Background: an optimization exercise with open tools, aiming at small area, a short achievable clock period and few clock cycles per item. Do not read the settings as production practice. The RTL was checked by simulation tests, not by an equivalence proof against the original design.

<file path="config.mk">
export PLATFORM = sky130hd
export DESIGN_NAME = cz_quant
export DESIGN_NICKNAME = cz_quant
export VERILOG_FILES = /design/flow/design.v
export SDC_FILE = /design/flow/constraint.sdc
export NUM_CORES = 4
export LEC_CHECK = 0
export ABC_AREA = 1
export CAP_MARGIN = 20
export CORE_MARGIN = 2
export CORE_UTILIZATION = 60
export SLEW_MARGIN = 20
</file>
<file path="constraint.sdc">
create_clock -name core_clock -period 140.0 [get_ports {clk}]
set_input_delay 28.0000 -clock core_clock [delete_from_list [all_inputs] [get_ports {clk}]]
set_output_delay 28.0000 -clock core_clock [all_outputs]
set_load 0.01 [all_outputs]
</file>
<file path="design.v">
module cz_rca #(
    parameter N = 8
) (
    input  [N-1:0] a,
    input  [N-1:0] b,
    input          ci,
    output [N-1:0] s,
    output         co
);
    wire [N:0] c;
    assign c[0] = ci;
    genvar i;
    generate
        for (i = 0; i < N; i = i + 1) begin : g_bit
            assign s[i]   = a[i] ^ b[i] ^ c[i];
            assign c[i+1] = (a[i] & b[i]) | (c[i] & (a[i] ^ b[i]));
        end
    endgenerate
    assign co = c[N];
endmodule
module cz_add #(
    parameter N = 8
) (
    input  [N-1:0] a,
    input  [N-1:0] b,
    input          ci,
    output [N-1:0] s,
    output         co
);
    localparam L = (N <= 2) ? 1 : (N <= 4) ? 2 : (N <= 8) ? 3 : (N <= 16) ? 4 :
                   (N <= 32) ? 5 : (N <= 64) ? 6 : 7;
    wire [N-1:0] p = a ^ b;
    wire [N*(L+1)-1:0] gv;
    wire [N*(L+1)-1:0] pv;
    assign gv[N-1:0] = a & b;
    assign pv[N-1:0] = p;
    genvar l, i;
    generate
        for (l = 0; l < L; l = l + 1) begin : g_lvl
            for (i = 0; i < N; i = i + 1) begin : g_bit
                if ((i >> l) & 1) begin : g_op
                    assign gv[(l+1)*N+i] = gv[l*N+i] | (pv[l*N+i] & gv[l*N+((i >> l) << l)-1]);
                    assign pv[(l+1)*N+i] = pv[l*N+i] & pv[l*N+((i >> l) << l)-1];
                end else begin : g_pass
                    assign gv[(l+1)*N+i] = gv[l*N+i];
                    assign pv[(l+1)*N+i] = pv[l*N+i];
                end
            end
        end
    endgenerate
    wire [N-1:0] c = gv[L*N+N-1:L*N] | (pv[L*N+N-1:L*N] & {N{ci}});
    assign s  = p ^ {c[N-2:0], ci};
    assign co = c[N-1];
endmodule
module cz_por #(
    parameter N = 8
) (
    input  [N-1:0] x,
    output [N-1:0] p
);
    localparam L = (N <= 2) ? 1 : (N <= 4) ? 2 : (N <= 8) ? 3 : (N <= 16) ? 4 :
                   (N <= 32) ? 5 : (N <= 64) ? 6 : 7;
    wire [N*(L+1)-1:0] v;
    assign v[N-1:0] = x;
    genvar l, i;
    generate
        for (l = 0; l < L; l = l + 1) begin : g_lvl
            for (i = 0; i < N; i = i + 1) begin : g_bit
                if ((i >> l) & 1) begin : g_op
                    assign v[(l+1)*N+i] = v[l*N+i] | v[l*N+((i >> l) << l)-1];
                end else begin : g_pass
                    assign v[(l+1)*N+i] = v[l*N+i];
                end
            end
        end
    endgenerate
    assign p = v[L*N+N-1:L*N];
endmodule
module cz_rnd24 #(
    parameter N = 40
) (
    input  [N-1:0] x,
    output [N:0]   y
);
    wire [N-1:0] xr, tr;
    genvar k;
    generate
        for (k = 0; k < N; k = k + 1) begin : g_rev
            assign xr[k] = x[N-1-k];
        end
    endgenerate
    cz_por #(.N(N)) u_t (.x(xr), .p(tr));
    wire [N+25:0] t;
    assign t[N+25:N] = 26'd0;
    generate
        for (k = 0; k < N; k = k + 1) begin : g_t
            assign t[k] = tr[N-1-k];
        end
    endgenerate
    wire [N-1:0] keep = ~t[N+23:24];                
    wire [N-1:0] lsb  = t[N+22:23] & ~t[N+23:24];   
    wire [N-1:0] rnd  = t[N+23:24] & ~t[N+24:25];   
    wire [N-1:0] stk  = t[N+24:25];                 
    wire up = (|(x & rnd)) & ((|(x & stk)) | (|(x & lsb)));
    wire [N-1:0] z = x | ~keep;
    wire [N-1:0] zn;
    wire [N-1:0] pa;
    cz_por #(.N(N)) u_c (.x(~z), .p(zn));
    assign pa = ~zn;                                 
    wire [N-1:0] c = {pa[N-2:0], 1'b1} & keep & {N{up}};
    assign y[N-1:0] = (x & keep) ^ c;
    assign y[N]     = up & pa[N-1];
endmodule
module cz_mul (
    input  [23:0] a,
    input  [15:0] b,
    input  [23:0] ex,       
    output [39:0] p
);
    wire [18:0] bx = {2'b00, b, 1'b0};
    wire [24:0] al = {a, 1'b0};           
    wire [224:0] pp;
    wire [8:0] ng;
    genvar j;
    generate
        for (j = 0; j < 9; j = j + 1) begin : g_row
            wire b2 = bx[2*j+2];
            wire b1 = bx[2*j+1];
            wire b0 = bx[2*j];
            wire one = b1 ^ b0;
            wire two = (b2 & ~b1 & ~b0) | (~b2 & b1 & b0);
            assign ng[j] = b2 & ~(b1 & b0);
            assign pp[j*25+24:j*25] = (({1'b0, a} & {25{one}}) | (al & {25{two}})) ^ {25{ng[j]}};
        end
    endgenerate
    wire s1, c2, s3, c4, s5, c6, s7, c8, s9, c10, s11, c12, s13, c14, s15, c16;
    wire s17, c18, s19, c20, s21, c22, s23, c24, s25, c26, s27, c28, s29, c30, s31, c32;
    wire s33, c34, s35, c36, s37, c38, s39, c40, s41, c42, s43, c44, s45, c46, s47, c48;
    wire s49, c50, s51, c52, s53, c54, s55, c56, s57, c58, s59, c60, s61, c62, s63, c64;
    wire s65, c66, s67, c68, s69, c70, s71, c72, s73, c74, s75, c76, s77, c78, s79, c80;
    wire s81, c82, s83, c84, s85, c86, s87, c88, s89, c90, s91, c92, s93, c94, s95, c96;
    wire s97, c98, s99, c100, s101, c102, s103, c104, s105, c106, s107, c108, s109, c110, s111, c112;
    wire s113, c114, s115, c116, s117, c118, s119, c120, s121, c122, s123, c124, s125, c126, s127, c128;
    wire s129, c130, s131, c132, s133, c134, s135, c136, s137, c138, s139, c140, s141, c142, s143, c144;
    wire s145, c146, s147, c148, s149, c150, s151, c152, s153, c154, s155, c156, s157, c158, s159, c160;
    wire s161, c162, s163, c164, s165, c166, s167, c168, s169, c170, s171, c172, s173, c174, s175, c176;
    wire s177, c178, s179, c180, s181, c182, s183, c184, s185, c186, s187, c188, s189, c190, s191, c192;
    wire s193, c194, s195, c196, s197, c198, s199, c200, s201, c202, s203, c204, s205, c206, s207, c208;
    wire s209, c210, s211, c212, s213, c214, s215, c216, s217, c218, s219, c220, s221, c222, s223, c224;
    wire s225, c226, s227, c228, s229, c230, s231, c232, s233, c234, s235, c236, s237, c238, s239, c240;
    wire s241, c242, s243, c244, s245, c246, s247, c248, s249, c250, s251, c252, s253, c254, s255, c256;
    wire s257, c258, s259, c260, s261, c262, s263, c264, s265, c266, s267, c268, s269, c270, s271, c272;
    wire s273, c274, s275, c276, s277, c278, s279, c280, s281, c282, s283, c284, s285, c286, s287, c288;
    wire s289, c290, s291, c292, s293, c294, s295, c296, s297, c298, s299, c300, s301, c302, s303, c304;
    wire s305, c306, s307, c308, s309, c310, s311, c312, s313, c314, s315, c316, s317, c318, s319, c320;
    wire s321, c322, s323, c324, s325, c326, s327, c328, s329, c330, s331, c332, s333, c334, s335, c336;
    wire s337, c338, s339, c340, s341, c342, s343, c344, s345, c346, s347, c348, s349, c350, s351, c352;
    wire s353, c354, s355, c356, s357, c358, s359, c360, s361, c362, s363, c364, s365, c366, s367, c368;
    wire s369, c370, s371, c372, s373, c374, s375, c376, s377, c378, s379, c380, s381, c382, s383, c384;
    wire s385, c386, s387, c388, s389, c390, s391, c392, s393, c394, s395, c396, s397, c398, s399, c400;
    wire s401, c402, s403, c404, s405, c406, s407, c408, s409, c410, s411, c412, s413, c414, s415, c416;
    wire s417, c418, s419, c420, s421, c422, s423, c424, s425, c426, s427, c428, s429, c430;
    assign s1 = pp[14] ^ pp[37];
    assign c2 = pp[14] & pp[37];
    assign s3 = pp[15] ^ pp[38];
    assign c4 = pp[15] & pp[38];
    assign s5 = pp[16] ^ pp[39] ^ pp[62];
    assign c6 = (pp[16] & pp[39]) | (pp[62] & (pp[16] ^ pp[39]));
    assign s7 = pp[17] ^ pp[40] ^ pp[63];
    assign c8 = (pp[17] & pp[40]) | (pp[63] & (pp[17] ^ pp[40]));
    assign s9 = pp[18] ^ pp[41] ^ pp[64];
    assign c10 = (pp[18] & pp[41]) | (pp[64] & (pp[18] ^ pp[41]));
    assign s11 = pp[19] ^ pp[42] ^ pp[65];
    assign c12 = (pp[19] & pp[42]) | (pp[65] & (pp[19] ^ pp[42]));
    assign s13 = pp[20] ^ pp[43] ^ pp[66];
    assign c14 = (pp[20] & pp[43]) | (pp[66] & (pp[20] ^ pp[43]));
    assign s15 = pp[21] ^ pp[44] ^ pp[67];
    assign c16 = (pp[21] & pp[44]) | (pp[67] & (pp[21] ^ pp[44]));
    assign s17 = pp[22] ^ pp[45] ^ pp[68];
    assign c18 = (pp[22] & pp[45]) | (pp[68] & (pp[22] ^ pp[45]));
    assign s19 = pp[23] ^ pp[46] ^ pp[69];
    assign c20 = (pp[23] & pp[46]) | (pp[69] & (pp[23] ^ pp[46]));
    assign s21 = pp[24] ^ pp[47];
    assign c22 = pp[24] & pp[47];
    assign s23 = pp[48] ^ pp[71] ^ pp[94];
    assign c24 = (pp[48] & pp[71]) | (pp[94] & (pp[48] ^ pp[71]));
    assign s25 = pp[49] ^ pp[72];
    assign c26 = pp[49] & pp[72];
    assign s27 = pp[8] ^ pp[31];
    assign c28 = pp[8] & pp[31];
    assign s29 = pp[9] ^ pp[32];
    assign c30 = pp[9] & pp[32];
    assign s31 = pp[10] ^ pp[33] ^ pp[56];
    assign c32 = (pp[10] & pp[33]) | (pp[56] & (pp[10] ^ pp[33]));
    assign s33 = pp[79] ^ pp[102];
    assign c34 = pp[79] & pp[102];
    assign s35 = pp[11] ^ pp[34] ^ pp[57];
    assign c36 = (pp[11] & pp[34]) | (pp[57] & (pp[11] ^ pp[34]));
    assign s37 = pp[80] ^ pp[103];
    assign c38 = pp[80] & pp[103];
    assign s39 = pp[12] ^ pp[35] ^ pp[58];
    assign c40 = (pp[12] & pp[35]) | (pp[58] & (pp[12] ^ pp[35]));
    assign s41 = pp[81] ^ pp[104] ^ pp[127];
    assign c42 = (pp[81] & pp[104]) | (pp[127] & (pp[81] ^ pp[104]));
    assign s43 = pp[150] ^ ng[6];
    assign c44 = pp[150] & ng[6];
    assign s45 = pp[13] ^ pp[36] ^ pp[59];
    assign c46 = (pp[13] & pp[36]) | (pp[59] & (pp[13] ^ pp[36]));
    assign s47 = pp[82] ^ pp[105] ^ pp[128];
    assign c48 = (pp[82] & pp[105]) | (pp[128] & (pp[82] ^ pp[105]));
    assign s49 = pp[151] ^ ex[13];
    assign c50 = pp[151] & ex[13];
    assign s51 = pp[60] ^ pp[83] ^ pp[106];
    assign c52 = (pp[60] & pp[83]) | (pp[106] & (pp[60] ^ pp[83]));
    assign s53 = pp[129] ^ pp[152] ^ pp[175];
    assign c54 = (pp[129] & pp[152]) | (pp[175] & (pp[129] ^ pp[152]));
    assign s55 = ng[7] ^ ex[14] ^ s1;
    assign c56 = (ng[7] & ex[14]) | (s1 & (ng[7] ^ ex[14]));
    assign s57 = pp[61] ^ pp[84] ^ pp[107];
    assign c58 = (pp[61] & pp[84]) | (pp[107] & (pp[61] ^ pp[84]));
    assign s59 = pp[130] ^ pp[153] ^ pp[176];
    assign c60 = (pp[130] & pp[153]) | (pp[176] & (pp[130] ^ pp[153]));
    assign s61 = ex[15] ^ s3 ^ c2;
    assign c62 = (ex[15] & s3) | (c2 & (ex[15] ^ s3));
    assign s63 = pp[85] ^ pp[108] ^ pp[131];
    assign c64 = (pp[85] & pp[108]) | (pp[131] & (pp[85] ^ pp[108]));
    assign s65 = pp[154] ^ pp[177] ^ pp[200];
    assign c66 = (pp[154] & pp[177]) | (pp[200] & (pp[154] ^ pp[177]));
    assign s67 = ex[16] ^ s5 ^ c4;
    assign c68 = (ex[16] & s5) | (c4 & (ex[16] ^ s5));
    assign s69 = pp[86] ^ pp[109] ^ pp[132];
    assign c70 = (pp[86] & pp[109]) | (pp[132] & (pp[86] ^ pp[109]));
    assign s71 = pp[155] ^ pp[178] ^ pp[201];
    assign c72 = (pp[155] & pp[178]) | (pp[201] & (pp[155] ^ pp[178]));
    assign s73 = ex[17] ^ s7 ^ c6;
    assign c74 = (ex[17] & s7) | (c6 & (ex[17] ^ s7));
    assign s75 = pp[87] ^ pp[110] ^ pp[133];
    assign c76 = (pp[87] & pp[110]) | (pp[133] & (pp[87] ^ pp[110]));
    assign s77 = pp[156] ^ pp[179] ^ pp[202];
    assign c78 = (pp[156] & pp[179]) | (pp[202] & (pp[156] ^ pp[179]));
    assign s79 = ex[18] ^ s9 ^ c8;
    assign c80 = (ex[18] & s9) | (c8 & (ex[18] ^ s9));
    assign s81 = pp[88] ^ pp[111] ^ pp[134];
    assign c82 = (pp[88] & pp[111]) | (pp[134] & (pp[88] ^ pp[111]));
    assign s83 = pp[157] ^ pp[180] ^ pp[203];
    assign c84 = (pp[157] & pp[180]) | (pp[203] & (pp[157] ^ pp[180]));
    assign s85 = ex[19] ^ s11 ^ c10;
    assign c86 = (ex[19] & s11) | (c10 & (ex[19] ^ s11));
    assign s87 = pp[89] ^ pp[112] ^ pp[135];
    assign c88 = (pp[89] & pp[112]) | (pp[135] & (pp[89] ^ pp[112]));
    assign s89 = pp[158] ^ pp[181] ^ pp[204];
    assign c90 = (pp[158] & pp[181]) | (pp[204] & (pp[158] ^ pp[181]));
    assign s91 = ex[20] ^ s13 ^ c12;
    assign c92 = (ex[20] & s13) | (c12 & (ex[20] ^ s13));
    assign s93 = pp[90] ^ pp[113] ^ pp[136];
    assign c94 = (pp[90] & pp[113]) | (pp[136] & (pp[90] ^ pp[113]));
    assign s95 = pp[159] ^ pp[182] ^ pp[205];
    assign c96 = (pp[159] & pp[182]) | (pp[205] & (pp[159] ^ pp[182]));
    assign s97 = ex[21] ^ s15 ^ c14;
    assign c98 = (ex[21] & s15) | (c14 & (ex[21] ^ s15));
    assign s99 = pp[91] ^ pp[114] ^ pp[137];
    assign c100 = (pp[91] & pp[114]) | (pp[137] & (pp[91] ^ pp[114]));
    assign s101 = pp[160] ^ pp[183] ^ pp[206];
    assign c102 = (pp[160] & pp[183]) | (pp[206] & (pp[160] ^ pp[183]));
    assign s103 = ex[22] ^ s17 ^ c16;
    assign c104 = (ex[22] & s17) | (c16 & (ex[22] ^ s17));
    assign s105 = pp[92] ^ pp[115] ^ pp[138];
    assign c106 = (pp[92] & pp[115]) | (pp[138] & (pp[92] ^ pp[115]));
    assign s107 = pp[161] ^ pp[184] ^ pp[207];
    assign c108 = (pp[161] & pp[184]) | (pp[207] & (pp[161] ^ pp[184]));
    assign s109 = ex[23] ^ s19 ^ c18;
    assign c110 = (ex[23] & s19) | (c18 & (ex[23] ^ s19));
    assign s111 = pp[70] ^ pp[93] ^ pp[116];
    assign c112 = (pp[70] & pp[93]) | (pp[116] & (pp[70] ^ pp[93]));
    assign s113 = pp[139] ^ pp[162] ^ pp[185];
    assign c114 = (pp[139] & pp[162]) | (pp[185] & (pp[139] ^ pp[162]));
    assign s115 = pp[208] ^ s21 ^ c20;
    assign c116 = (pp[208] & s21) | (c20 & (pp[208] ^ s21));
    assign s117 = pp[117] ^ pp[140] ^ pp[163];
    assign c118 = (pp[117] & pp[140]) | (pp[163] & (pp[117] ^ pp[140]));
    assign s119 = pp[186] ^ pp[209] ^ ~ng[0];
    assign c120 = (pp[186] & pp[209]) | (~ng[0] & (pp[186] ^ pp[209]));
    assign s121 = 1'b1 ^ s23 ^ c22;
    assign c122 = (1'b1 & s23) | (c22 & (1'b1 ^ s23));
    assign s123 = pp[95] ^ pp[118] ^ pp[141];
    assign c124 = (pp[95] & pp[118]) | (pp[141] & (pp[95] ^ pp[118]));
    assign s125 = pp[164] ^ pp[187] ^ pp[210];
    assign c126 = (pp[164] & pp[187]) | (pp[210] & (pp[164] ^ pp[187]));
    assign s127 = 1'b1 ^ s25 ^ c24;
    assign c128 = (1'b1 & s25) | (c24 & (1'b1 ^ s25));
    assign s129 = pp[73] ^ pp[96] ^ pp[119];
    assign c130 = (pp[73] & pp[96]) | (pp[119] & (pp[73] ^ pp[96]));
    assign s131 = pp[142] ^ pp[165] ^ pp[188];
    assign c132 = (pp[142] & pp[165]) | (pp[188] & (pp[142] ^ pp[165]));
    assign s133 = pp[211] ^ ~ng[1] ^ c26;
    assign c134 = (pp[211] & ~ng[1]) | (c26 & (pp[211] ^ ~ng[1]));
    assign s135 = pp[74] ^ pp[97] ^ pp[120];
    assign c136 = (pp[74] & pp[97]) | (pp[120] & (pp[74] ^ pp[97]));
    assign s137 = pp[143] ^ pp[166] ^ pp[189];
    assign c138 = (pp[143] & pp[166]) | (pp[189] & (pp[143] ^ pp[166]));
    assign s139 = pp[212] ^ 1'b1;
    assign c140 = pp[212] & 1'b1;
    assign s141 = pp[98] ^ pp[121] ^ pp[144];
    assign c142 = (pp[98] & pp[121]) | (pp[144] & (pp[98] ^ pp[121]));
    assign s143 = pp[167] ^ pp[190] ^ pp[213];
    assign c144 = (pp[167] & pp[190]) | (pp[213] & (pp[167] ^ pp[190]));
    assign s145 = pp[99] ^ pp[122] ^ pp[145];
    assign c146 = (pp[99] & pp[122]) | (pp[145] & (pp[99] ^ pp[122]));
    assign s147 = pp[168] ^ pp[191];
    assign c148 = pp[168] & pp[191];
    assign s149 = pp[123] ^ pp[146] ^ pp[169];
    assign c150 = (pp[123] & pp[146]) | (pp[169] & (pp[123] ^ pp[146]));
    assign s151 = pp[124] ^ pp[147];
    assign c152 = pp[124] & pp[147];
    assign s153 = pp[4] ^ pp[27];
    assign c154 = pp[4] & pp[27];
    assign s155 = pp[5] ^ pp[28];
    assign c156 = pp[5] & pp[28];
    assign s157 = pp[6] ^ pp[29] ^ pp[52];
    assign c158 = (pp[6] & pp[29]) | (pp[52] & (pp[6] ^ pp[29]));
    assign s159 = pp[75] ^ ng[3];
    assign c160 = pp[75] & ng[3];
    assign s161 = pp[7] ^ pp[30] ^ pp[53];
    assign c162 = (pp[7] & pp[30]) | (pp[53] & (pp[7] ^ pp[30]));
    assign s163 = pp[76] ^ ex[7];
    assign c164 = pp[76] & ex[7];
    assign s165 = pp[54] ^ pp[77] ^ pp[100];
    assign c166 = (pp[54] & pp[77]) | (pp[100] & (pp[54] ^ pp[77]));
    assign s167 = ng[4] ^ ex[8] ^ s27;
    assign c168 = (ng[4] & ex[8]) | (s27 & (ng[4] ^ ex[8]));
    assign s169 = pp[55] ^ pp[78] ^ pp[101];
    assign c170 = (pp[55] & pp[78]) | (pp[101] & (pp[55] ^ pp[78]));
    assign s171 = ex[9] ^ s29 ^ c28;
    assign c172 = (ex[9] & s29) | (c28 & (ex[9] ^ s29));
    assign s173 = pp[125] ^ ng[5] ^ ex[10];
    assign c174 = (pp[125] & ng[5]) | (ex[10] & (pp[125] ^ ng[5]));
    assign s175 = s31 ^ s33 ^ c30;
    assign c176 = (s31 & s33) | (c30 & (s31 ^ s33));
    assign s177 = pp[126] ^ ex[11] ^ s35;
    assign c178 = (pp[126] & ex[11]) | (s35 & (pp[126] ^ ex[11]));
    assign s179 = s37 ^ c32 ^ c34;
    assign c180 = (s37 & c32) | (c34 & (s37 ^ c32));
    assign s181 = ex[12] ^ s39 ^ s41;
    assign c182 = (ex[12] & s39) | (s41 & (ex[12] ^ s39));
    assign s183 = s43 ^ c36 ^ c38;
    assign c184 = (s43 & c36) | (c38 & (s43 ^ c36));
    assign s185 = s45 ^ s47 ^ s49;
    assign c186 = (s45 & s47) | (s49 & (s45 ^ s47));
    assign s187 = c40 ^ c42 ^ c44;
    assign c188 = (c40 & c42) | (c44 & (c40 ^ c42));
    assign s189 = s51 ^ s53 ^ s55;
    assign c190 = (s51 & s53) | (s55 & (s51 ^ s53));
    assign s191 = c46 ^ c48 ^ c50;
    assign c192 = (c46 & c48) | (c50 & (c46 ^ c48));
    assign s193 = s57 ^ s59 ^ s61;
    assign c194 = (s57 & s59) | (s61 & (s57 ^ s59));
    assign s195 = c52 ^ c54 ^ c56;
    assign c196 = (c52 & c54) | (c56 & (c52 ^ c54));
    assign s197 = s63 ^ s65 ^ s67;
    assign c198 = (s63 & s65) | (s67 & (s63 ^ s65));
    assign s199 = c58 ^ c60 ^ c62;
    assign c200 = (c58 & c60) | (c62 & (c58 ^ c60));
    assign s201 = s69 ^ s71 ^ s73;
    assign c202 = (s69 & s71) | (s73 & (s69 ^ s71));
    assign s203 = c64 ^ c66 ^ c68;
    assign c204 = (c64 & c66) | (c68 & (c64 ^ c66));
    assign s205 = s75 ^ s77 ^ s79;
    assign c206 = (s75 & s77) | (s79 & (s75 ^ s77));
    assign s207 = c70 ^ c72 ^ c74;
    assign c208 = (c70 & c72) | (c74 & (c70 ^ c72));
    assign s209 = s81 ^ s83 ^ s85;
    assign c210 = (s81 & s83) | (s85 & (s81 ^ s83));
    assign s211 = c76 ^ c78 ^ c80;
    assign c212 = (c76 & c78) | (c80 & (c76 ^ c78));
    assign s213 = s87 ^ s89 ^ s91;
    assign c214 = (s87 & s89) | (s91 & (s87 ^ s89));
    assign s215 = c82 ^ c84 ^ c86;
    assign c216 = (c82 & c84) | (c86 & (c82 ^ c84));
    assign s217 = s93 ^ s95 ^ s97;
    assign c218 = (s93 & s95) | (s97 & (s93 ^ s95));
    assign s219 = c88 ^ c90 ^ c92;
    assign c220 = (c88 & c90) | (c92 & (c88 ^ c90));
    assign s221 = s99 ^ s101 ^ s103;
    assign c222 = (s99 & s101) | (s103 & (s99 ^ s101));
    assign s223 = c94 ^ c96 ^ c98;
    assign c224 = (c94 & c96) | (c98 & (c94 ^ c96));
    assign s225 = s105 ^ s107 ^ s109;
    assign c226 = (s105 & s107) | (s109 & (s105 ^ s107));
    assign s227 = c100 ^ c102 ^ c104;
    assign c228 = (c100 & c102) | (c104 & (c100 ^ c102));
    assign s229 = s111 ^ s113 ^ s115;
    assign c230 = (s111 & s113) | (s115 & (s111 ^ s113));
    assign s231 = c106 ^ c108 ^ c110;
    assign c232 = (c106 & c108) | (c110 & (c106 ^ c108));
    assign s233 = s117 ^ s119 ^ s121;
    assign c234 = (s117 & s119) | (s121 & (s117 ^ s119));
    assign s235 = c112 ^ c114 ^ c116;
    assign c236 = (c112 & c114) | (c116 & (c112 ^ c114));
    assign s237 = s123 ^ s125 ^ s127;
    assign c238 = (s123 & s125) | (s127 & (s123 ^ s125));
    assign s239 = c118 ^ c120 ^ c122;
    assign c240 = (c118 & c120) | (c122 & (c118 ^ c120));
    assign s241 = s129 ^ s131 ^ s133;
    assign c242 = (s129 & s131) | (s133 & (s129 ^ s131));
    assign s243 = c124 ^ c126 ^ c128;
    assign c244 = (c124 & c126) | (c128 & (c124 ^ c126));
    assign s245 = s135 ^ s137 ^ s139;
    assign c246 = (s135 & s137) | (s139 & (s135 ^ s137));
    assign s247 = c130 ^ c132 ^ c134;
    assign c248 = (c130 & c132) | (c134 & (c130 ^ c132));
    assign s249 = ~ng[2] ^ s141 ^ s143;
    assign c250 = (~ng[2] & s141) | (s143 & (~ng[2] ^ s141));
    assign s251 = c136 ^ c138 ^ c140;
    assign c252 = (c136 & c138) | (c140 & (c136 ^ c138));
    assign s253 = pp[214] ^ 1'b1 ^ s145;
    assign c254 = (pp[214] & 1'b1) | (s145 & (pp[214] ^ 1'b1));
    assign s255 = s147 ^ c142 ^ c144;
    assign c256 = (s147 & c142) | (c144 & (s147 ^ c142));
    assign s257 = pp[192] ^ pp[215] ^ ~ng[3];
    assign c258 = (pp[192] & pp[215]) | (~ng[3] & (pp[192] ^ pp[215]));
    assign s259 = s149 ^ c146 ^ c148;
    assign c260 = (s149 & c146) | (c148 & (s149 ^ c146));
    assign s261 = pp[170] ^ pp[193] ^ pp[216];
    assign c262 = (pp[170] & pp[193]) | (pp[216] & (pp[170] ^ pp[193]));
    assign s263 = 1'b1 ^ s151 ^ c150;
    assign c264 = (1'b1 & s151) | (c150 & (1'b1 ^ s151));
    assign s265 = pp[148] ^ pp[171] ^ pp[194];
    assign c266 = (pp[148] & pp[171]) | (pp[194] & (pp[148] ^ pp[171]));
    assign s267 = pp[217] ^ ~ng[4] ^ c152;
    assign c268 = (pp[217] & ~ng[4]) | (c152 & (pp[217] ^ ~ng[4]));
    assign s269 = pp[149] ^ pp[172] ^ pp[195];
    assign c270 = (pp[149] & pp[172]) | (pp[195] & (pp[149] ^ pp[172]));
    assign s271 = pp[218] ^ 1'b1;
    assign c272 = pp[218] & 1'b1;
    assign s273 = pp[173] ^ pp[196] ^ pp[219];
    assign c274 = (pp[173] & pp[196]) | (pp[219] & (pp[173] ^ pp[196]));
    assign s275 = pp[174] ^ pp[197];
    assign c276 = pp[174] & pp[197];
    assign s277 = pp[2] ^ pp[25];
    assign c278 = pp[2] & pp[25];
    assign s279 = pp[3] ^ pp[26];
    assign c280 = pp[3] & pp[26];
    assign s281 = pp[50] ^ ng[2] ^ ex[4];
    assign c282 = (pp[50] & ng[2]) | (ex[4] & (pp[50] ^ ng[2]));
    assign s283 = pp[51] ^ ex[5] ^ s155;
    assign c284 = (pp[51] & ex[5]) | (s155 & (pp[51] ^ ex[5]));
    assign s285 = ex[6] ^ s157 ^ s159;
    assign c286 = (ex[6] & s157) | (s159 & (ex[6] ^ s157));
    assign s287 = s161 ^ s163 ^ c158;
    assign c288 = (s161 & s163) | (c158 & (s161 ^ s163));
    assign s289 = s165 ^ s167 ^ c162;
    assign c290 = (s165 & s167) | (c162 & (s165 ^ s167));
    assign s291 = s169 ^ s171 ^ c166;
    assign c292 = (s169 & s171) | (c166 & (s169 ^ s171));
    assign s293 = s173 ^ s175 ^ c170;
    assign c294 = (s173 & s175) | (c170 & (s173 ^ s175));
    assign s295 = s177 ^ s179 ^ c174;
    assign c296 = (s177 & s179) | (c174 & (s177 ^ s179));
    assign s297 = s181 ^ s183 ^ c178;
    assign c298 = (s181 & s183) | (c178 & (s181 ^ s183));
    assign s299 = s185 ^ s187 ^ c182;
    assign c300 = (s185 & s187) | (c182 & (s185 ^ s187));
    assign s301 = s189 ^ s191 ^ c186;
    assign c302 = (s189 & s191) | (c186 & (s189 ^ s191));
    assign s303 = s193 ^ s195 ^ c190;
    assign c304 = (s193 & s195) | (c190 & (s193 ^ s195));
    assign s305 = s197 ^ s199 ^ c194;
    assign c306 = (s197 & s199) | (c194 & (s197 ^ s199));
    assign s307 = s201 ^ s203 ^ c198;
    assign c308 = (s201 & s203) | (c198 & (s201 ^ s203));
    assign s309 = s205 ^ s207 ^ c202;
    assign c310 = (s205 & s207) | (c202 & (s205 ^ s207));
    assign s311 = s209 ^ s211 ^ c206;
    assign c312 = (s209 & s211) | (c206 & (s209 ^ s211));
    assign s313 = s213 ^ s215 ^ c210;
    assign c314 = (s213 & s215) | (c210 & (s213 ^ s215));
    assign s315 = s217 ^ s219 ^ c214;
    assign c316 = (s217 & s219) | (c214 & (s217 ^ s219));
    assign s317 = s221 ^ s223 ^ c218;
    assign c318 = (s221 & s223) | (c218 & (s221 ^ s223));
    assign s319 = s225 ^ s227 ^ c222;
    assign c320 = (s225 & s227) | (c222 & (s225 ^ s227));
    assign s321 = s229 ^ s231 ^ c226;
    assign c322 = (s229 & s231) | (c226 & (s229 ^ s231));
    assign s323 = s233 ^ s235 ^ c230;
    assign c324 = (s233 & s235) | (c230 & (s233 ^ s235));
    assign s325 = s237 ^ s239 ^ c234;
    assign c326 = (s237 & s239) | (c234 & (s237 ^ s239));
    assign s327 = s241 ^ s243 ^ c238;
    assign c328 = (s241 & s243) | (c238 & (s241 ^ s243));
    assign s329 = s245 ^ s247 ^ c242;
    assign c330 = (s245 & s247) | (c242 & (s245 ^ s247));
    assign s331 = s249 ^ s251 ^ c246;
    assign c332 = (s249 & s251) | (c246 & (s249 ^ s251));
    assign s333 = s253 ^ s255 ^ c250;
    assign c334 = (s253 & s255) | (c250 & (s253 ^ s255));
    assign s335 = s257 ^ s259 ^ c254;
    assign c336 = (s257 & s259) | (c254 & (s257 ^ s259));
    assign s337 = s261 ^ s263 ^ c258;
    assign c338 = (s261 & s263) | (c258 & (s261 ^ s263));
    assign s339 = s265 ^ s267 ^ c262;
    assign c340 = (s265 & s267) | (c262 & (s265 ^ s267));
    assign s341 = s269 ^ s271 ^ c266;
    assign c342 = (s269 & s271) | (c266 & (s269 ^ s271));
    assign s343 = ~ng[5] ^ s273 ^ c270;
    assign c344 = (~ng[5] & s273) | (c270 & (~ng[5] ^ s273));
    assign s345 = pp[220] ^ 1'b1 ^ s275;
    assign c346 = (pp[220] & 1'b1) | (s275 & (pp[220] ^ 1'b1));
    assign s347 = pp[198] ^ pp[221] ^ ~ng[6];
    assign c348 = (pp[198] & pp[221]) | (~ng[6] & (pp[198] ^ pp[221]));
    assign s349 = pp[199] ^ pp[222];
    assign c350 = pp[199] & pp[222];
    assign s351 = pp[0] ^ ng[0];
    assign c352 = pp[0] & ng[0];
    assign s353 = pp[1] ^ ex[1];
    assign c354 = pp[1] & ex[1];
    assign s355 = ng[1] ^ ex[2] ^ s277;
    assign c356 = (ng[1] & ex[2]) | (s277 & (ng[1] ^ ex[2]));
    assign s357 = ex[3] ^ s279 ^ c278;
    assign c358 = (ex[3] & s279) | (c278 & (ex[3] ^ s279));
    assign s359 = s153 ^ s281 ^ c280;
    assign c360 = (s153 & s281) | (c280 & (s153 ^ s281));
    assign s361 = c154 ^ s283 ^ c282;
    assign c362 = (c154 & s283) | (c282 & (c154 ^ s283));
    assign s363 = c156 ^ s285 ^ c284;
    assign c364 = (c156 & s285) | (c284 & (c156 ^ s285));
    assign s365 = c160 ^ s287 ^ c286;
    assign c366 = (c160 & s287) | (c286 & (c160 ^ s287));
    assign s367 = c164 ^ s289 ^ c288;
    assign c368 = (c164 & s289) | (c288 & (c164 ^ s289));
    assign s369 = c168 ^ s291 ^ c290;
    assign c370 = (c168 & s291) | (c290 & (c168 ^ s291));
    assign s371 = c172 ^ s293 ^ c292;
    assign c372 = (c172 & s293) | (c292 & (c172 ^ s293));
    assign s373 = c176 ^ s295 ^ c294;
    assign c374 = (c176 & s295) | (c294 & (c176 ^ s295));
    assign s375 = c180 ^ s297 ^ c296;
    assign c376 = (c180 & s297) | (c296 & (c180 ^ s297));
    assign s377 = c184 ^ s299 ^ c298;
    assign c378 = (c184 & s299) | (c298 & (c184 ^ s299));
    assign s379 = c188 ^ s301 ^ c300;
    assign c380 = (c188 & s301) | (c300 & (c188 ^ s301));
    assign s381 = c192 ^ s303 ^ c302;
    assign c382 = (c192 & s303) | (c302 & (c192 ^ s303));
    assign s383 = c196 ^ s305 ^ c304;
    assign c384 = (c196 & s305) | (c304 & (c196 ^ s305));
    assign s385 = c200 ^ s307 ^ c306;
    assign c386 = (c200 & s307) | (c306 & (c200 ^ s307));
    assign s387 = c204 ^ s309 ^ c308;
    assign c388 = (c204 & s309) | (c308 & (c204 ^ s309));
    assign s389 = c208 ^ s311 ^ c310;
    assign c390 = (c208 & s311) | (c310 & (c208 ^ s311));
    assign s391 = c212 ^ s313 ^ c312;
    assign c392 = (c212 & s313) | (c312 & (c212 ^ s313));
    assign s393 = c216 ^ s315 ^ c314;
    assign c394 = (c216 & s315) | (c314 & (c216 ^ s315));
    assign s395 = c220 ^ s317 ^ c316;
    assign c396 = (c220 & s317) | (c316 & (c220 ^ s317));
    assign s397 = c224 ^ s319 ^ c318;
    assign c398 = (c224 & s319) | (c318 & (c224 ^ s319));
    assign s399 = c228 ^ s321 ^ c320;
    assign c400 = (c228 & s321) | (c320 & (c228 ^ s321));
    assign s401 = c232 ^ s323 ^ c322;
    assign c402 = (c232 & s323) | (c322 & (c232 ^ s323));
    assign s403 = c236 ^ s325 ^ c324;
    assign c404 = (c236 & s325) | (c324 & (c236 ^ s325));
    assign s405 = c240 ^ s327 ^ c326;
    assign c406 = (c240 & s327) | (c326 & (c240 ^ s327));
    assign s407 = c244 ^ s329 ^ c328;
    assign c408 = (c244 & s329) | (c328 & (c244 ^ s329));
    assign s409 = c248 ^ s331 ^ c330;
    assign c410 = (c248 & s331) | (c330 & (c248 ^ s331));
    assign s411 = c252 ^ s333 ^ c332;
    assign c412 = (c252 & s333) | (c332 & (c252 ^ s333));
    assign s413 = c256 ^ s335 ^ c334;
    assign c414 = (c256 & s335) | (c334 & (c256 ^ s335));
    assign s415 = c260 ^ s337 ^ c336;
    assign c416 = (c260 & s337) | (c336 & (c260 ^ s337));
    assign s417 = c264 ^ s339 ^ c338;
    assign c418 = (c264 & s339) | (c338 & (c264 ^ s339));
    assign s419 = c268 ^ s341 ^ c340;
    assign c420 = (c268 & s341) | (c340 & (c268 ^ s341));
    assign s421 = c272 ^ s343 ^ c342;
    assign c422 = (c272 & s343) | (c342 & (c272 ^ s343));
    assign s423 = c274 ^ s345 ^ c344;
    assign c424 = (c274 & s345) | (c344 & (c274 ^ s345));
    assign s425 = c276 ^ s347 ^ c346;
    assign c426 = (c276 & s347) | (c346 & (c276 ^ s347));
    assign s427 = 1'b1 ^ s349 ^ c348;
    assign c428 = (1'b1 & s349) | (c348 & (1'b1 ^ s349));
    assign s429 = pp[223] ^ ~ng[7] ^ c350;
    assign c430 = (pp[223] & ~ng[7]) | (c350 & (pp[223] ^ ~ng[7]));
    wire [39:0] r0 = {s429, s427, s425, s423, s421, s419, s417, s415, s413, s411, s409, s407, s405, s403, s401, s399, s397, s395, s393, s391, s389, s387, s385, s383, s381, s379, s377, s375, s373, s371, s369, s367, s365, s363, s361, s359, s357, s355, s353, ex[0]};
    wire [39:0] r1 = {c428, c426, c424, c422, c420, c418, c416, c414, c412, c410, c408, c406, c404, c402, c400, c398, c396, c394, c392, c390, c388, c386, c384, c382, c380, c378, c376, c374, c372, c370, c368, c366, c364, c362, c360, c358, c356, c354, c352, s351};
    cz_add #(.N(40)) u_fin (.a(r0), .b(r1), .ci(1'b0), .s(p), .co());
endmodule
module cz_xstep (
    input  [30:0] d,
    input         ident,
    input         zero,        
    output [11:0] idx,
    output [23:0] op_a,
    output [7:0]  k
);
    wire [7:0]  e8 = d[30:23];
    wire [23:0] m  = {|e8, d[22:0]};
    reg [4:0] lz;
    integer n;
    always @* begin
        lz = 5'd0;
        for (n = 0; n < 24; n = n + 1)
            if (m[n]) lz = 5'd23 - n[4:0];
    end
    wire [23:0] mn = m << lz;
    wire [7:0]  eb = (e8 == 8'd0) ? 8'd1 : e8;
    wire [35:0] p;
    cz_rca #(.N(36)) u_p (.a({mn, 12'd0}), .b(~{12'd0, mn}), .ci(1'b1), .s(p), .co());
    wire        h    = p[35];
    wire [23:0] xraw = h ? p[35:12] : p[34:11];
    wire        rb   = h ? p[11] : p[10];
    wire        st   = h ? (|p[10:0]) : (|p[9:0]);
    wire        up   = rb & (st | xraw[0]);
    wire [24:0] xs;
    cz_rca #(.N(24)) u_xs (.a(xraw), .b(24'd0), .ci(up), .s(xs[23:0]), .co(xs[24]));
    wire        cy   = xs[24];
    wire [23:0] xm   = cy ? 24'h800000 : xs[23:0];
    wire [8:0]  gp;
    cz_rca #(.N(9)) u_gp (.a({1'b0, eb}), .b({7'd0, h & cy, h ^ cy}), .ci(1'b0), .s(gp), .co());
    wire [9:0]  g;
    cz_rca #(.N(10)) u_g (.a({1'b0, gp}), .b(~{5'd0, lz}), .ci(1'b1), .s(g), .co());
    wire [9:0]  shw;                         
    cz_rca #(.N(10)) u_sh (.a(g), .b(~10'd116), .ci(1'b1), .s(shw), .co());
    wire        xge1 = !shw[9];
    wire        xg   = xge1 && !ident;
    wire [23:0] xsrc = zero ? 24'd0 : ident ? m : xm;
    wire [3:0]  sh   = xg ? shw[3:0] : 4'd0;
    wire [34:0] xf   = {11'd0, xsrc} << sh;
    wire [7:0]  kt;                          
    cz_rca #(.N(8)) u_kt (.a(8'd116), .b(~g[7:0]), .ci(1'b1), .s(kt), .co());
    assign idx  = xg ? xf[34:23] : 12'd0;
    assign op_a = {xf[23] && !xg, xf[22:0]};
    assign k    = ident ? {1'b0, ~eb[6:0]} : (xge1 ? 8'd0 : kt);
endmodule
module cz_mstep (
    input  [15:0] t0,
    input  [15:0] t1,
    input  [23:0] op_a,
    input         ident,
    output [39:0] r,
    output        sgn
);
    wire [15:0] d10;
    wire        ge;
    cz_add #(.N(16)) u_d (.a(t1), .b(~t0), .ci(1'b1), .s(d10), .co(ge));
    wire [15:0] b   = ident ? 16'hffff : (d10 ^ {16{!ge}});
    wire [23:0] ex  = op_a & {24{!ident && !ge}};
    wire [39:0] pm;
    cz_mul u_mul (.a(op_a), .b(b), .ex(ex), .p(pm));
    wire [40:0] rr;
    cz_rnd24 #(.N(40)) u_rnd (.x(pm), .y(rr));
    assign r   = rr[39:0];
    assign sgn = !ident && !ge;
endmodule
module cz_astep (
    input  [39:0] r,
    input         sgn,
    input  [15:0] t0,
    input  [7:0]  k,
    output [44:0] q,
    output        tiny,
    output [7:0]  ue
);
    wire [44:0] rs = {r, 5'd0};
    wire [45*7-1:0] sv;
    wire [6:0]      st;
    assign sv[44:0] = rs;
    assign st[0]    = 1'b0;
    genvar j;
    generate
        for (j = 0; j < 6; j = j + 1) begin : g_sh
            wire [44:0] cur = sv[j*45+44:j*45];
            assign sv[(j+1)*45+44:(j+1)*45] = k[j] ? (cur >> (1 << j)) : cur;
            assign st[j+1] = st[j] | (k[j] & (|cur[(1 << j)-1:0]));
        end
    endgenerate
    wire        big = |k[7:6];
    wire [44:0] a   = big ? 45'd0 : sv[6*45+44:6*45];
    wire        stk = big ? (|r) : st[6];
    wire [28:0] l29 = {a[27:0], stk};
    wire [28:0] lp;
    cz_por #(.N(29)) u_lo (.x(l29), .p(lp));
    wire [29:0] lo = {lp, 1'b0};
    wire [28:0] ln = l29 ^ ({29{sgn}} & lo[28:0]);
    wire [15:0] u;
    cz_add #(.N(16)) u_hi (.a(t0), .b(a[43:28] ^ {16{sgn}}), .ci(sgn & !lo[29]), .s(u), .co());
    wire [44:0] vx = {u, ln};
    wire [45:0] y;
    cz_rnd24 #(.N(45)) u_rnd (.x(vx), .y(y));
    assign tiny = (t0 == 16'd0) && stk;
    assign q    = tiny ? rs : y[44:0];
    wire [7:0]  uk;
    cz_rca #(.N(8)) u_uk (.a(8'd142), .b(~k), .ci(1'b1), .s(uk), .co());
    assign ue   = tiny ? uk : 8'd141;
endmodule
module cz_ostep (
    input  [44:0] q,
    input  [7:0]  ue,
    input         tiny,
    input  [3:0]  wc,      
    input  [4:0]  tau5,    
    output [31:0] yf,
    output [15:0] code
);
    reg [5:0] lzc;
    integer n;
    always @* begin
        lzc = 6'd45;
        for (n = 0; n < 45; n = n + 1)
            if (q[n]) lzc = 6'd44 - n[5:0];
    end
    wire [7:0]  el;                        
    wire        le;                        
    cz_rca #(.N(8)) u_el (.a(ue), .b(~{2'b00, lzc}), .ci(1'b1), .s(el), .co(le));
    wire [5:0]  sh  = le ? lzc : ue[5:0];
    wire [44:0] z   = q << sh;
    wire [7:0]  ex  = z[44] ? (el + 8'd1) : 8'd0;
    assign yf = {1'b0, ex, z[43:21]};
    wire [43:0] yq = q[44:1];
    wire [59:0] ys = {8'd0, yq, 8'd0} << wc;
    wire [59:0] am;
    cz_rca #(.N(60)) u_am (.a(ys), .b(~{16'd0, yq}), .ci(1'b1), .s(am), .co());
    wire [36:0] ap = am[59:23];            
    wire [21:0] s1;
    cz_rca #(.N(21)) u_s1 (.a(ap[36:16]), .b({5'd0, ap[15:0]}), .ci(1'b0), .s(s1[20:0]), .co(s1[21]));
    wire        c2;
    wire [15:0] s2_unused;
    cz_rca #(.N(16)) u_s2 (.a(s1[15:0]), .b({10'd0, s1[21:16]}), .ci(1'b1), .s(s2_unused), .co(c2));
    wire [6:0]  t3s;
    wire        t3c;
    cz_rca #(.N(6)) u_t3 (.a(s1[21:16]), .b({1'b0, tau5}), .ci(c2), .s(t3s[5:0]), .co(t3c));
    wire [20:0] t3 = {14'd0, t3c, t3s[5:0]};
    wire [20:0] sm;
    cz_rca #(.N(21)) u_sm (.a(ap[36:16]), .b(t3), .ci(1'b0), .s(sm), .co());
    assign code = tiny ? 16'd0 : sm[20:5];
endmodule
module cz_quant (
    input             clk,
    input             rst,           
    input             in_valid,
    output            in_ready,
    input      [31:0] in_d,          
    input             in_ident,      
    input       [2:0] in_table,      
    input       [4:0] in_width,      
    input       [2:0] in_dither,     
    input      [15:0] in_fn,         
    input       [2:0] in_word,       
    input      [19:0] in_entry,      
    input             in_zero,       
    output     [14:0] tbl_addr,      
    input      [15:0] tbl_data0,     
    input      [15:0] tbl_data1,     
    output reg        out_valid,
    input             out_ready,
    output reg [15:0] out_word,
    output reg [31:0] out_y          
);
    reg  sk_valid;
    reg  adv;            
    reg  rdy;            
    assign in_ready = rdy;
    localparam IW = 54;
    wire [IW-1:0] in_item = {in_d[30:0], in_ident, in_table, in_width[4], in_width[2:0],
                             in_dither, in_fn[3:0], in_word, in_entry[3:0], in_zero};
    reg           s1_valid;
    reg  [IW-1:0] s1_item;
    always @(posedge clk) begin
        if (rst)
            s1_valid <= 1'b0;
        else if (adv)
            s1_valid <= in_valid && rdy;
        if (adv)
            s1_item <= in_item;
    end
    wire [30:0] s1_d     = s1_item[53:23];
    wire        s1_ident = s1_item[22];
    wire  [2:0] s1_table = s1_item[21:19];
    wire  [3:0] s1_wc    = s1_item[18:15];
    wire  [2:0] s1_dith  = s1_item[14:12];
    wire  [3:0] s1_fn    = s1_item[11:8];
    wire  [2:0] s1_word  = s1_item[7:5];
    wire  [3:0] s1_entry = s1_item[4:1];
    wire        s1_zero  = s1_item[0];
    wire [11:0] x_idx;
    wire [23:0] x_opa;
    wire  [7:0] x_k;
    cz_xstep u_x (.d(s1_d), .ident(s1_ident), .zero(s1_zero), .idx(x_idx), .op_a(x_opa), .k(x_k));
    wire [3:0] v = s1_fn + {s1_word, 1'b0} + {1'b0, s1_word} + {s1_entry[1:0], 2'b00} + s1_entry;
    reg  [4:0] tau5;
    always @* begin
        case (s1_dith)
            3'd0:    tau5 = 5'b10000;
            3'd1:    tau5 = {v[0], 4'b1000};
            3'd2:    tau5 = {v[0], v[1], 3'b100};
            3'd3:    tau5 = {v[0], v[1], v[2], 2'b10};
            default: tau5 = {v[0], v[1], v[2], v[3], 1'b1};
        endcase
    end
    reg        s2_valid, s2_ident;
    reg  [2:0] s2_table;
    reg [11:0] s2_idx;
    reg [23:0] s2_opa;
    reg  [7:0] s2_k;
    reg  [3:0] s2_wc;
    reg  [4:0] s2_tau;
    always @(posedge clk) begin
        if (rst)
            s2_valid <= 1'b0;
        else if (adv)
            s2_valid <= s1_valid;
        if (adv) begin
            s2_ident <= s1_ident || s1_zero;
            s2_table <= s1_table;
            s2_idx   <= x_idx;
            s2_opa   <= x_opa;
            s2_k     <= x_k;
            s2_wc    <= s1_wc;
            s2_tau   <= tau5;
        end
    end
    assign tbl_addr = {s2_table, s2_idx};
    reg        s3_valid, s3_ident;
    reg [15:0] s3_t0, s3_t1;
    reg [23:0] s3_opa;
    reg  [7:0] s3_k;
    reg  [3:0] s3_wc;
    reg  [4:0] s3_tau;
    always @(posedge clk) begin
        if (rst)
            s3_valid <= 1'b0;
        else if (adv)
            s3_valid <= s2_valid;
        if (adv) begin
            s3_ident <= s2_ident;
            s3_t0    <= tbl_data0;
            s3_t1    <= tbl_data1;
            s3_opa   <= s2_opa;
            s3_k     <= s2_k;
            s3_wc    <= s2_wc;
            s3_tau   <= s2_tau;
        end
    end
    wire [39:0] m_r;
    wire        m_sgn;
    cz_mstep u_m (.t0(s3_t0), .t1(s3_t1), .op_a(s3_opa), .ident(s3_ident), .r(m_r), .sgn(m_sgn));
    wire [44:0] a_q;
    wire        a_tiny;
    wire  [7:0] a_ue;
    wire [15:0] m_t0 = s3_ident ? 16'd0 : s3_t0;
    cz_astep u_a (.r(m_r), .sgn(m_sgn), .t0(m_t0), .k(s3_k), .q(a_q), .tiny(a_tiny), .ue(a_ue));
    reg        s5_valid, s5_tiny;
    reg [44:0] s5_q;
    reg  [7:0] s5_ue;
    reg  [3:0] s5_wc;
    reg  [4:0] s5_tau;
    always @(posedge clk) begin
        if (rst)
            s5_valid <= 1'b0;
        else if (adv)
            s5_valid <= s3_valid;
        if (adv) begin
            s5_tiny <= a_tiny;
            s5_q    <= a_q;
            s5_ue   <= a_ue;
            s5_wc   <= s3_wc;
            s5_tau  <= s3_tau;
        end
    end
    wire [31:0] o_y;
    wire [15:0] o_code;
    cz_ostep u_o (.q(s5_q), .ue(s5_ue), .tiny(s5_tiny), .wc(s5_wc), .tau5(s5_tau),
                  .yf(o_y), .code(o_code));
    wire [15:0] w_word = o_code;
    wire [31:0] w_y    = o_y;
    wire        w_valid = adv && s5_valid;      
    wire        out_free = !out_valid || out_ready;
    wire        pend = sk_valid || w_valid;        
    wire        hold = out_valid && pend;          
    reg  [15:0] sk_word;
    reg  [31:0] sk_y;
    always @(posedge clk) begin
        if (rst) begin
            out_valid <= 1'b0;
            sk_valid  <= 1'b0;
            adv       <= 1'b1;
            rdy       <= 1'b0;
        end else begin
            out_valid <= pend || (out_valid && !out_ready);
            sk_valid  <= hold && !out_ready;
            adv       <= !hold || out_ready;
            rdy       <= !hold || out_ready;
        end
        if (out_free) begin
            out_word <= sk_valid ? sk_word : w_word;
            out_y    <= sk_valid ? sk_y : w_y;
        end
        if (!sk_valid) begin
            sk_word <= w_word;
            sk_y    <= w_y;
        end
    end
endmodule
</file>
<file path="flow/run.sh">
#!/bin/bash
# The standard layout (standard.sh), with one change: ABC maps the
# synthesised logic with area-oriented mapping (amap, then buffering and gate sizing;
# flow/abc_area.script)
# instead of ORFS's default abc_area.script. Registers, their names and cell
# types are the standard synthesis's, since ABC sees only combinational logic.
set -euo pipefail
rm -rf scripts_area
cp -r "$FLOW_HOME/scripts" scripts_area
cp flow/abc_area.script scripts_area/abc_area.script
bash standard.sh finish SCRIPTS_DIR="$PWD/scripts_area" > layout.log 2>&1
</file>
<file path="flow/abc_area.script">
strash
dch
amap
topo
stime -c
buffer -c
upsize -c
dnsize -c
</file>
<file path="standard.sh">
#!/bin/bash
# synth_recipe.tcl (not shown) runs the flow's synth.tcl, then flattens the netlist and writes it again
# the make line also repeats each setting of config.mk as NAME=value (left out here)
make -C /OpenROAD-flow-scripts/flow DESIGN_CONFIG=/design/flow/config.mk WORK_HOME=/design/flow/orfs CLKGATE_MAP_FILE= SYNTH_SCRIPT=/design/flow/synth_recipe.tcl "${@:-finish}"
</file>
==> results of run 1 <==
## synthesized netlist by cell type, drive strengths merged, types with 26 or more instances
library cell	instances	share of area (%)
fa	260	13
nor3	106	1.6
edfxtp	296	23
nor2	661	6.5
or2	26	0.42
a31oi	30	0.54
nand4	33	0.53
o21ai	296	3.8
buf	28	0.32
nand3	39	0.53
inv	544	5.2
clkinv	30	0.30
ha	235	7.5
clkbuf	277	2.7
o22ai	519	8.3
dfxtp	56	2.9
nor4	32	0.65
or3	40	0.64
o22a	282	6.3
nand2	392	3.8
a21oi	283	3.7
## logic make-up after synthesis
family                   after synthesis  share of synthesized area [%]
adder cells (fa/ha/maj)              495                           20.9
AO/OA/AOI/OAI                       1685                           29.0
AND/OR/NAND/NOR                     1388                           15.8
flip-flops                           352                           25.7
XOR/XNOR                               4                         0.0899
buffers and inverters                879                           8.53
## metrics by stage
stage | cells | setup slack, ns | instance area, sq um | util (%)
final | 5639 | 110.49 | 42300 | 65.8
after CTS | 5636 | 110.48 | 42300 | 65.7
after detailed placement | 5574 | 110.47 | 41100 | 63.9
after global placement | 5574 | 110.50 | 41100 | 63.9
after floorplan | 4803 | 110.34 | 39000 | -
after global routing | 5639 | 110.47 | 42300 | 65.8
## cell type report
cell class | instances | area share, %
Clock buffer | 45 | 2.26
Clock inverter | 17 | 0.485
Timing Repair Buffer | 224 | 5.01
Inverter | 574 | 5.11
Multi-Input combinational cell | 3572 | 60.9
Tap cell | 855 | 2.53
Sequential cell | 352 | 23.7
## worst max path at each step
stage	from	end
2_1_floorplan	out_ready	sk_valid
3_3_place_gp	out_ready	sk_valid
3_5_place_dp	out_ready	sk_valid
4_1_cts	out_y[27]	out_y[27]
5_1_grt	out_y[27]	out_y[27]
6_report	out_y[27]	out_y[27]
## registers in the layout, summed over array words and instances, names as in the netlist, 8 cells and up
| name | count |
|---|---|
| s3_k | 8 |
| s3_opa | 24 |
| s5_ue | 8 |
| sk_word | 16 |
| s2_opa | 24 |
| s3_t0 | 16 |
| s2_k | 8 |
| s1_item | 54 |
| s3_t1 | 16 |
| out_y | 32 |
| s5_q | 45 |
| out_word | 16 |
| sk_y | 32 |
| s2_idx | 12 |
## per-layer routing
metal | global-route usage [%] | wire length (microns) | vias to the layer above
met3 | 8.19 | 13600 | 331
met2 | 55.9 | 55100 | 2122
met4 | 15.2 | 5770 | 0
li1 | - | - | 17400
met1 | 51.9 | 52200 | 17600
met5 | 0 | 0 | -
==> metrics.md, run 1 <==
| Metric | Value |
|---|---|
| Pin count of the biggest net entering global routing | 178 |
| CTS Buffer Depth | 3 |
| # Post-CTS Setup Buffers | 0 |
| Number of global-route vias before repair | 34300 |
| Max_slew headroom | 20.2% |
| Hold WS | 0.415 ns |
| CP Depth | 1 |
| CTS Hold Bufs | 0 |
| Die Ht | 259 microns |
| First-pass GRT wire length | 195000 microns |
| Max Clock Freq | 33.9 MHz |
| Routed wire per std cell | 22.5 microns |
| Core Area | 0.0643 sq mm |
| Initial DRC count | 5231 |
| Crit Path Category | flop to primary output |
| Fin crit share | 21.1% |
| First-pass DRT Iterations | 10 |
| IO Port Bufs | 154 |
| Hold crit path type | flop to flop |
| Die area | 0.0670 sq mm |
| Top delay family on crit path | buffers and inverters |
| Netlist cell types | 94 |
| Via count | 37500 |
| FP Rows | 93 |
| Req. time, crit path | 112.00 ns |
| Final ANT Viol Nets | 0 |
| Register area | 0.0100 sq mm |
| Worst Tran Pin Value | 1.18 ns |
| RSZ-0062 raised after global routing | no |
| TritonCTS Buffers | 34 |
| Cell count of the worst reg-to-reg path | 114 |
| Post-synth EDFFs | 296 |
| Die width | 259 microns |
| NumNets Final | 5373 |
| WHS Path Cells | 0 |
| Most common cell after layout, fill and taps aside | nor2_1 |
| Yosys reg bits | 352 |
| R2R setup slack | 113.87 ns |
| Total Routing Usage GR | 37.1% |
| Max-Cap Viols | 0 |
| Grt total ovfl | 0 |
| CTS tree | done |
| Post-route DRC | 0 |
| CP max-delay cell | clkdlybuf4s50_1 |
| Setup Viol. Count Final | 0 |
| Cells along the critical path | clkdlybuf4s50_1 |
| Clock Skew | 0.0248 ns |
| Clock root buffer | clkbuf_16 |
| Mapped Nets | 5418 |
| Top_reg_cell synth | edfxtp_1 |
| Final Max Slew Viols | 0 |
| Fin crit period | 29.51 ns |
| Gate Count Post-Synth | 4803 |
| Reg2Reg Capture Point | s5_q[31] |
| Worst path max stage delay | 0.63 ns |
| Starting Density | 60.6% |
| CP endpoint kind | primary output |
| Share of cells above drive strength 1 | 5.81% |
| CTS sink cnt | 352 |
| Reg clk slew, reported paths | 0.06 ns |
| WP data arrival | 1.51 ns |
| Bufs and invs on worst path | 1 |
| P&R area growth vs syn | 8.54% |
| Critical path startpoint category | flop |
| Initial antenna violation count | 1 |
| Outcome | timing/DRC/antenna clean |
| Critical Path Fanout Max | 1 |
| Final hold vios | 0 |
| Hold Path Origin | s3_tau[4] |
| WL final | 127000 microns |
| H-tree depth | 2 |
| Inserted Diodes | 0 |
| Fillers | 5534 |
| Commonest cells after routing, fill and taps aside | 647 x nor2_1, 516 x o22ai_1, 511 x inv_1 |
| Syn avg cell area | 8.12 sq um |
| Setup TNS | 0 ns |
| Via density | 6.65 |
| Cell Area, Synth | 0.0390 sq mm |
| Clock latency on the worst-skew pair | 0.54 ns |
| Synth warn | 3 |
| PostCTS Resize Cnt | 0 |
| Hold Path End | s5_tau[4] |
| IO Pins | 185 |
| Critical R2R Launch | s3_t0[1] |
| GPL Wtd Cong | 1.04 |
| HPWL Detailed | 97100 microns |
| Seq/Total Area, Yosys | 25.7% |
| Async SR Flop Fraction | 0% |
| Multi-input gate area | 0.0258 sq mm |
Testbench counts, summed over its fixed seeds: cycles 16,040, items 16,000.
==> run 2, diff against run 1 <==
==> flow/run.sh (replaced) <==
#!/bin/bash
# The standard layout (standard.sh), with two changes:
# - ABC maps the synthesised logic with area-oriented mapping (amap, then
#   buffering and gate sizing; flow/abc_area.script) instead of ORFS's default
#   abc_area.script. Registers, their names and cell types are the standard
#   synthesis's, since ABC sees only combinational logic.
# - every input and output port still gets its own buffer, but a plain
#   sky130_fd_sc_hd__buf_2 instead of the delay cell buffer_ports picks.
set -euo pipefail
rm -rf scripts_area
cp -r "$FLOW_HOME/scripts" scripts_area
cp flow/abc_area.script scripts_area/abc_area.script
bash standard.sh finish SCRIPTS_DIR="$PWD/scripts_area" \
  BUFFER_PORTS_ARGS="-buffer_cell sky130_fd_sc_hd__buf_2" > layout.log 2>&1
==> run 2 against run 1 <==
  * Still clean
  * Synthesized area did not move
  * Utilization is 1.1 points lower
  * Via count fell by 0.62%
  * Routed wire length increased by 0.36%
  * Die area is the same
  * Sequential share of layout area grew 0.42 points
  * Worst setup slack gained 0.44 ns
  * Critical path depth unchanged
  * Cell count increased by 0.18%
  * First-iteration DRC count grew 2.1%
  * Critical endpoint is now tbl_addr[0]
==> metrics.md, run 2 <==
| Metric | Value |
|---|---|
| Max FFs per register | 54 (unchanged) |
| Fillers | 5690 (+2.8%) |
| Seq/Total Area, Yosys | 25.7% (unchanged) |
| Share of cells above drive strength 1 | 9.03% (+3.2 points) |
| CTS Hold Bufs | 0 (unchanged) |
| Clock root buffer | clkbuf_16 |
| Post-route DRC | 0 (unchanged) |
| Fin crit period | 29.07 ns (-0.435 ns) |
| IO Pins | 185 (unchanged) |
| Clock Skew | 0.0186 ns (-0.00616 ns) |
| WL final | 127000 microns (+0.36%) |
| Critical Path Fanout Max | 1 (unchanged) |
| FP Rows | 93 (unchanged) |
| Reg2Reg Capture Point | s5_q[31] |
| P&R area growth vs syn | 6.66% |
| CP endpoint kind | primary output |
| Top_reg_cell synth | edfxtp_1 |
| R2R setup slack | 114.15 ns (+0.28 ns) |
| Synth area leader | edfxtp_1 |
| PostCTS Resize Cnt | 0 (unchanged) |
| Final hold vios | 0 (unchanged) |
| Hold crit path type | flop to flop |
| Top cells by count, synth | 651 x nor2_1, 519 x o22ai_1, 515 x inv_1 |
| Die Ht | 259 microns (unchanged) |
| Most frequent cell after synthesis | nor2_1 |
| Cell count of the worst reg-to-reg path | 114 (unchanged) |
| Initial antenna violation count | 0 (-1) |
| Worst Tran Pin Value | 1.27 ns (+0.0892 ns) |
| Crit Path Category | flop to primary output |
| Gate Count Post-Synth | 4803 (unchanged) |
| Die width | 259 microns (unchanged) |
| Synth warn | 3 (unchanged) |
| Critical R2R Launch | s3_t0[0] |
| Outcome | timing/DRC/antenna clean |
| Clock latency on the worst-skew pair | 0.54 ns (about the same) |
| Most common cell after layout, fill and taps aside | nor2_1 |
| Mapped Nets | 5418 (unchanged) |
| CTS Buffer Depth | 3 (unchanged) |
| Commonest cells after routing, fill and taps aside | 647 x nor2_1, 516 x o22ai_1, 514 x inv_1 |
| Placed Instance Area | 0.0403 sq mm (-1.9%) |
| Core Area | 0.0643 sq mm (unchanged) |
| Critical path startpoint category | flop |
| Yosys reg bits | 352 (unchanged) |
| NumNets Final | 5382 (+0.17%) |
| Via density | 6.60 (-0.79%) |
| CP Depth | 1 (unchanged) |
| Largest Register | s1_item |
| Final ANT Viol Nets | 0 (unchanged) |
| Placed cells | 5578 (+0.072%) |
| Pin count of the biggest net entering global routing | 90 (-49%) |
| Max_slew headroom | 14.2% (-6.0 points) |
| Setup Viol. Count Final | 0 (unchanged) |
| IO Port Bufs | 154 (unchanged) |
| Req. time, crit path | 112.00 ns (about the same) |
| Fin crit share | 20.8% (-0.31 points) |
| Max Clock Freq | 34.4 MHz (+1.5%) |
| Netlist cell types | 94 (unchanged) |
| Total Routing Usage GR | 37.1% (about the same) |
| Worst path max stage delay | 0.39 ns (-0.24 ns) |
| HPWL Detailed | 97500 microns (+0.38%) |
| Worst setup path startpoint | s2_idx[0] |
| Top post-synthesis cells by area | edfxtp_1 23%, fa_1 13%, o22ai_1 8.3% |
| Synth top area share | 22.8% (unchanged) |
| H-tree depth | 2 (unchanged) |
| Cell Area, Synth | 0.0390 sq mm (unchanged) |
| Top delay family on crit path | flip-flops |
| Cells along the critical path | buf_2 |
| Starting Density | 60.6% (unchanged) |
| Die area | 0.0670 sq mm (unchanged) |
| RSZ-0062 raised after global routing | no |
| CTS sink cnt | 352 (unchanged) |
| Bufs and invs on worst path | 1 (unchanged) |
| TritonCTS Buffers | 34 (unchanged) |
| Reg clk slew, reported paths | 0.06 ns (about the same) |
| Grt total ovfl | 0 (unchanged) |
| First-pass GRT wire length | 195000 microns (-0.18%) |
| Routed wire per std cell | 22.5 microns (+0.18%) |
| Post-synth EDFFs | 296 (unchanged) |
| Hold WS | 0.411 ns (-0.00428 ns) |
| Setup TNS | 0 ns (unchanged) |
| CP max-delay cell | edfxtp_1 |
| Final Max Slew Viols | 0 (unchanged) |
| Fin cells | 5649 (+0.18%) |
| Design Area, Final | 0.0416 sq mm (-1.7%) |
| WP data arrival | 1.07 ns (-0.44 ns) |
| Number of global-route vias before repair | 34000 (-0.92%) |
| # Post-CTS Setup Buffers | 0 (unchanged) |
| Biggest regs | s1_item: 54 flops, s5_q: 45 flops |
| Initial DRC count | 5343 (+2.1%) |
| Via count | 37300 (-0.62%) |
| First-pass DRT Iterations | 7 (-3) |
| CTS tree | done |
| GPL Wtd Cong | 1.03 (-1.4%) |
| Max-Cap Viols | 0 (unchanged) |
| Async SR Flop Fraction | 0% (unchanged) |
| Setup crit end | tbl_addr[0] |
| Syn avg cell area | 8.12 sq um (unchanged) |
==> run 2: changes by cell type in the layout (fill, tap and decap cells not counted), moves of 2 or more <==
cell	delta
buf_2	+154
clkdlybuf4s50_1	-154
clkbuf_1	+6
buf_4	+4
buf_16	+3
clkbuf_8	-3
inv_1	+3
buf_8	+2
bufinv_16	-2
inv_2	-2
inv_6	-2
==> run 2: worst min-delay path by stage <==
stage                           start          end  slack, ns  depth (start not counted)
after global routing      s1_item[17]     s2_wc[2]       0.42                          0
after detailed placement   s2_opa[10]   s3_opa[10]       0.40                          0
after CTS                 s1_item[17]     s2_wc[2]       0.41                          0
final                     s1_item[17]     s2_wc[2]       0.41                          0
after global placement    s1_item[20]  s2_table[1]       0.40                          0
after floorplan           s1_item[19]  s2_table[0]       0.40                          0
==> run 2: stage by stage <==
step | setup slack [ns] | utilization [%]
6_report | 110.93 | 64.6
5_1_grt | 110.88 | 64.6
4_1_cts | 110.89 | 64.3
3_5_place_dp | 110.84 | 62.7
3_3_place_gp | 110.89 | 62.7
2_1_floorplan | 110.34 | -
==> run 2: logic make-up after synthesis <==
logic type | after synthesis | share of synthesized area (%)
AOI/OAI and AO/OA | 1685 | 29.0
xor gates and xnor gates | 4 | 0.0899
adders and majority gates | 495 | 20.9
buffers and inverters | 879 | 8.53
DFF | 352 | 25.7
and+or+nand+nor | 1388 | 15.8
==> run 2: final cells by class <==
| class | instances | area, sq um | share of cell area [%] |
|---|---|---|---|
| tap | 855 | 1070 | 2.57 |
| inverter | 574 | 2160 | 5.20 |
| sequential | 352 | 10000 | 24.1 |
| timing repair buffer | 233 | 1480 | 3.56 |
| clock buffer | 47 | 931 | 2.24 |
| clock inverter | 15 | 151 | 0.364 |
| antenna | 1 | 2.50 | 0.00602 |
| multi-input combinational | 3572 | 25800 | 62.0 |
==> run 2: per-layer routing <==
metal	vias to the layer above	global-route usage, %	routed length [microns]
met4	0	13.0	4860
met5	-	0	0
met3	298	7.17	13600
li1	17400	-	-
met2	2115	56.3	55500
met1	17400	53.1	53200

re-timing with driven ports:
How much do the figures lean on ideal ports? The routed layouts below were timed once more, with nothing changed but the port constraints.
Step 1 sets driving cells, clkbuf_16 on the clock port and buf_2 on the other inputs (assumed; they add their load-dependent delay and slew).
Step 2 adds t to the input delays and takes it off the output delays; t is the mean of the earliest and latest rising clock arrival at the registers after step 1. Input paths then give back, and output paths get back, about the clock's delay inside the block.
Slacks: ideal / step 1 / step 2; pairs: ideal / step 1.
run | t (ns) | setup WS [ns] | clock arrival spread, ns | worst register clock-pin slew, ns
run 1 | 0.589 | 110.491 / 110.433 / 110.410 | 0.025 / 0.025 | 0.07 / 0.07
run 2 | 0.591 | 110.926 / 110.866 / 110.832 | 0.018 / 0.018 | 0.07 / 0.07
After both steps setup and hold are still met in every run listed. For run 2, which loses most, drivers alone change the setup slack by -0.060 ns; drivers and shift together by -0.094 ns.
